Source: an optimization exercise on an open RTL-to-GDS flow (aim: small area and a short achievable clock period). Production flows keep margins and buffers that such runs may drop. In this exercise RTL edits were held to simulation tests only and were not proved equivalent to the original.

## mole_lane_rx
module mole_lane_rx (
    input  wire        clk,
    input  wire        rst,
    input  wire        in_valid,
    input  wire [1:0]  in_hdr,
    input  wire [63:0] in_data,
    output reg         out_valid,
    output reg  [1:0]  out_hdr,
    output reg  [63:0] out_data,
    output reg         sig_valid,
    output wire [7:0]  sig_code,
    output wire [39:0] sig_arg,
    output reg         frm_valid,
    output reg         frm_good,
    output reg  [1:0]  frm_class,
    output reg  [15:0] frm_seq,
    output reg  [6:0]  frm_dest,
    output reg  [6:0]  frm_words,
    output reg         aln_valid,
    output reg  [3:0]  aln_lane,
    output reg  [1:0]  aln_port,
    output reg  [15:0] aln_seq,
    output reg  [4:0]  aln_bip_errs,
    output reg  [15:0] cnt_block_err,
    output reg  [15:0] cnt_signal_bad,
    output reg  [15:0] cnt_crc_err,
    output reg  [15:0] cnt_bip_err,
    output reg         frozen,
    output reg         lane_drop
);
    localparam [7:0] T_IDLE  = 8'h1E;
    localparam [7:0] T_SIG   = 8'h2D;
    localparam [7:0] T_LINK  = 8'h33;
    localparam [7:0] T_ALIGN = 8'h4B;
    localparam [7:0] T_TRAIN = 8'h55;
  ...
clock: 9.0 ns
lec_check: 0
cap_margin: 20
core_margin: 2
core_utilization: 60
cts_cluster_diameter: 140
cts_cluster_size: 27
place_density: 0.85
slew_margin: 20
standard.sh (not shown) runs the stock make flow with config.mk's settings and CLKGATE_MAP_FILE= SYNTH_SCRIPT=/design/flow/synth_recipe.tcl, a recipe that flattens the netlist after the stock synthesis.
==> flow/flow/run.sh <==
#!/bin/bash
# The standard layout (standard.sh, the standard flow's own ORFS flow and synthesis),
# with two changes: the port buffers are buf_2 cells, and timing repair aims
# for 5.8 ns of setup slack. The ORFS tools write their full logs under
# orfs/logs/; make's own output goes to flow_make.log in this folder.
set -euo pipefail
bash standard.sh "BUFFER_PORTS_ARGS=-buffer_cell sky130_fd_sc_hd__buf_2" SETUP_SLACK_MARGIN=5.8 finish > flow_make.log 2>&1
The first run ran to the end with no violations.
Edit:
==> flow/flow/run.sh (replaced) <==
#!/bin/bash
# Standard layout, with fast port buffers and a tighter setup target for
# timing repair. Each tool's output goes to the ORFS logs under orfs/logs;
# make's own output goes to flow_make.log.
set -euo pipefail
bash standard.sh "BUFFER_PORTS_ARGS=-buffer_cell sky130_fd_sc_hd__buf_2" SETUP_SLACK_MARGIN=5.8 finish > flow_make.log 2>&1
Settings changed: TNS_END_PERCENT set to 30.
Worst setup slack got worse by 110 ps.
Maximum frequency goes down by 3.5%.
Final area barely changes.
Count of clock-buffer cells in the layout goes down by 1.
Via count is about the same.
Wire length goes up by 2.0%.
Area after synthesis stays the same.
Core utilization stays flat.
Register-to-register slack barely changes.
Hold slack improved by 4.7 ps.

* * *

Setup of job 5762:
Another version of the RTL of mole_lane_rx (not shown whole).
Size in the first run: roughly 310 I/O pins, ~23,000 um2 of cells after synthesis.
==> flow/config.mk <==
export PLATFORM = sky130hd
export DESIGN_NAME = mole_lane_rx
export DESIGN_NICKNAME = mole_lane_rx
export VERILOG_FILES = /design/flow/design.v
export SDC_FILE = /design/flow/constraint.sdc
export NUM_CORES = 4
export LEC_CHECK = 0
export CAP_MARGIN = 20
export CORE_MARGIN = 2
export CORE_UTILIZATION = 60
export CTS_CLUSTER_DIAMETER = 140
export CTS_CLUSTER_SIZE = 27
export PLACE_DENSITY = 0.85
export SLEW_MARGIN = 20
==> flow/constraint.sdc <==
create_clock -name core_clock -period 9.0 [get_ports {clk}]
set_input_delay 1.8000 -clock core_clock [delete_from_list [all_inputs] [get_ports {clk}]]
set_output_delay 1.8000 -clock core_clock [all_outputs]
set_load 0.01 [all_outputs]
==> flow/flow/run.sh <==
#!/bin/bash
# Standard layout, with fast port buffers and a tighter setup target for
# timing repair. Each tool's output goes to the ORFS logs under orfs/logs;
# make's own output goes to flow_make.log.
set -euo pipefail
bash standard.sh "BUFFER_PORTS_ARGS=-buffer_cell sky130_fd_sc_hd__buf_2" SETUP_SLACK_MARGIN=6.05 finish > flow_make.log 2>&1
| job 5762 | all stages done | FAIL | max-capacitance violations, max-slew violations |
Relative to job 5762, the following input files were edited for job 2974:
Settings: PLACE_DENSITY no longer set, was 0.85.
-- flow/flow/run.sh --
<<< job 5762, line 6
bash standard.sh "BUFFER_PORTS_ARGS=-buffer_cell sky130_fd_sc_hd__buf_2" SETUP_SLACK_MARGIN=6.05 finish > flow_make.log 2>&1
>>> job 2974, line 6
bash standard.sh "BUFFER_PORTS_ARGS=-buffer_cell sky130_fd_sc_hd__buf_2" SETUP_SLACK_MARGIN=5.8 finish > flow_make.log 2>&1
### Flow results
No stage failed in job 2974, and the final checks on the layout all came back clean.
For the initial antenna violation count, job 2974 came in 10 lower than job 5762 did.
Global-route wire length before repair in job 2974 vs job 5762: down about 15%
Per the comparison of job 2974 with job 5762, utilization of the core after routing went down, post-synth net total flat, total instance count after detailed placement ~0 delta.
Changes in job 3500 relative to job 2974:
Settings: PLACE_DENSITY now 0.85, previously not set.
==> flow/flow/run.sh <==
#!/bin/bash
# The standard layout (standard.sh) with three changes:
#  - synthesis maps with ORFS's ABC speed script minus its final buffering
#    and sizing steps (timing repair in the layout sizes cells instead);
#    everything else in synthesis, and so every register, is unchanged;
#  - the port buffers are buf_2 cells;
#  - timing repair aims for 5.8 ns of setup slack.
# The ORFS tools write their full logs under orfs/logs/; make's own output
# goes to flow_synth.log and flow_make.log in this folder.
set -euo pipefail
mkdir -p scripts_abc
cp -r "$FLOW_HOME/scripts/." scripts_abc/
head -n 30 "$FLOW_HOME/scripts/abc_speed.script" > scripts_abc/abc_speed.script
ARGS=("BUFFER_PORTS_ARGS=-buffer_cell sky130_fd_sc_hd__buf_2" SETUP_SLACK_MARGIN=5.8)
bash standard.sh "${ARGS[@]}" "SCRIPTS_DIR=$PWD/scripts_abc" synth > flow_synth.log 2>&1
bash standard.sh "${ARGS[@]}" finish > flow_make.log 2>&1
Notes after the runs:
Of the two values seen for highest-delay cell along the critical path, sky130_fd_sc_hd__dfxtp_2 was produced by job 2974 and sky130_fd_sc_hd__dfxtp_1 by job 3500.
Going from job 2974 to job 3500, sequential share of layout area shows no meaningful change, wire length reported by the detailed router picked up an extra 1.9%.
Count of non-CTS buffers in the layout in job 3500 is about 1.7% higher than in job 2974
Job 3500 -> job 2974: synthesized-area fraction occupied by ao, oa, aoi and oai cells flat
Input-level comparison between job 1735 and job 3500:
==> flow/flow/run.sh <==
#!/bin/bash
# The standard layout (standard.sh, the standard flow's own ORFS flow and synthesis),
# with two changes: the port buffers are buf_2 cells, and timing repair aims
# for 5.8 ns of setup slack. The ORFS tools write their full logs under
# orfs/logs/; make's own output goes to flow_make.log in this folder.
set -euo pipefail
bash standard.sh "BUFFER_PORTS_ARGS=-buffer_cell sky130_fd_sc_hd__buf_2" SETUP_SLACK_MARGIN=5.8 finish > flow_make.log 2>&1
--- outcome ---
Diff job 1735..job 3500 | adder-cell share of the synthesized area | negligible
Compared with job 3500, in job 1735 global-route wire length before repair higher, area of all placed cells without fillers higher, least setup slack across all paths after layout higher, standard cell core area higher, relative slew slack higher.
Final cell count without fillers across job 1735 and job 3500: no real change.
The global-route met3 utilization number comes out lower for job 3500 vs job 1735.
Sort job 1735 and job 3500 by vias after detailed routing, descending, and job 3500 comes first.
Critical path depth in job 1735 is 1 below job 3500.
For the detail-routed net length per standard cell, job 1735 came in 0.18 um higher than job 3500 did.

## static timing again, ports no longer ideal
How much do the figures lean on ideal ports? The routed layouts below were timed once more, with nothing changed but the port constraints. Step 1 sets driving cells, clkbuf_16 on the clock port and buf_2 on the other inputs (assumed; they add their load-dependent delay and slew). Step 2 also shifts input and output timing later by t, the mid clock arrival at the registers, as if the neighbouring blocks saw the same clock. Slacks: ideal / step 1 / step 2; pairs: ideal / step 1.
| run | shift t [ns] | slack for setup (ns) | worst setup path after step 2 | cell pins on the clock port's net |
|---|---|---|---|---|
| the first run of note 1 | 0.587 | 5.801 / 5.745 / 5.270 | input to register | 1 |
| the second run of note 1 | 0.606 | 5.686 / 5.628 / 5.128 | input to register | 1 |
| job 5762 | 0.640 | 4.932 / 4.932 / 4.932 | register to register | 1 |
| job 2974 | 0.601 | 5.773 / 5.715 / 5.254 | input to register | 1 |
| job 3500 | 0.605 | 5.776 / 5.721 / 5.265 | input to register | 1 |
| job 1735 | 0.615 | 5.803 / 5.745 / 5.338 | input to register | 1 |
The setup slack of the second run of note 1, which loses most, moves by -0.058 ns with the drivers and by -0.558 ns with both steps.
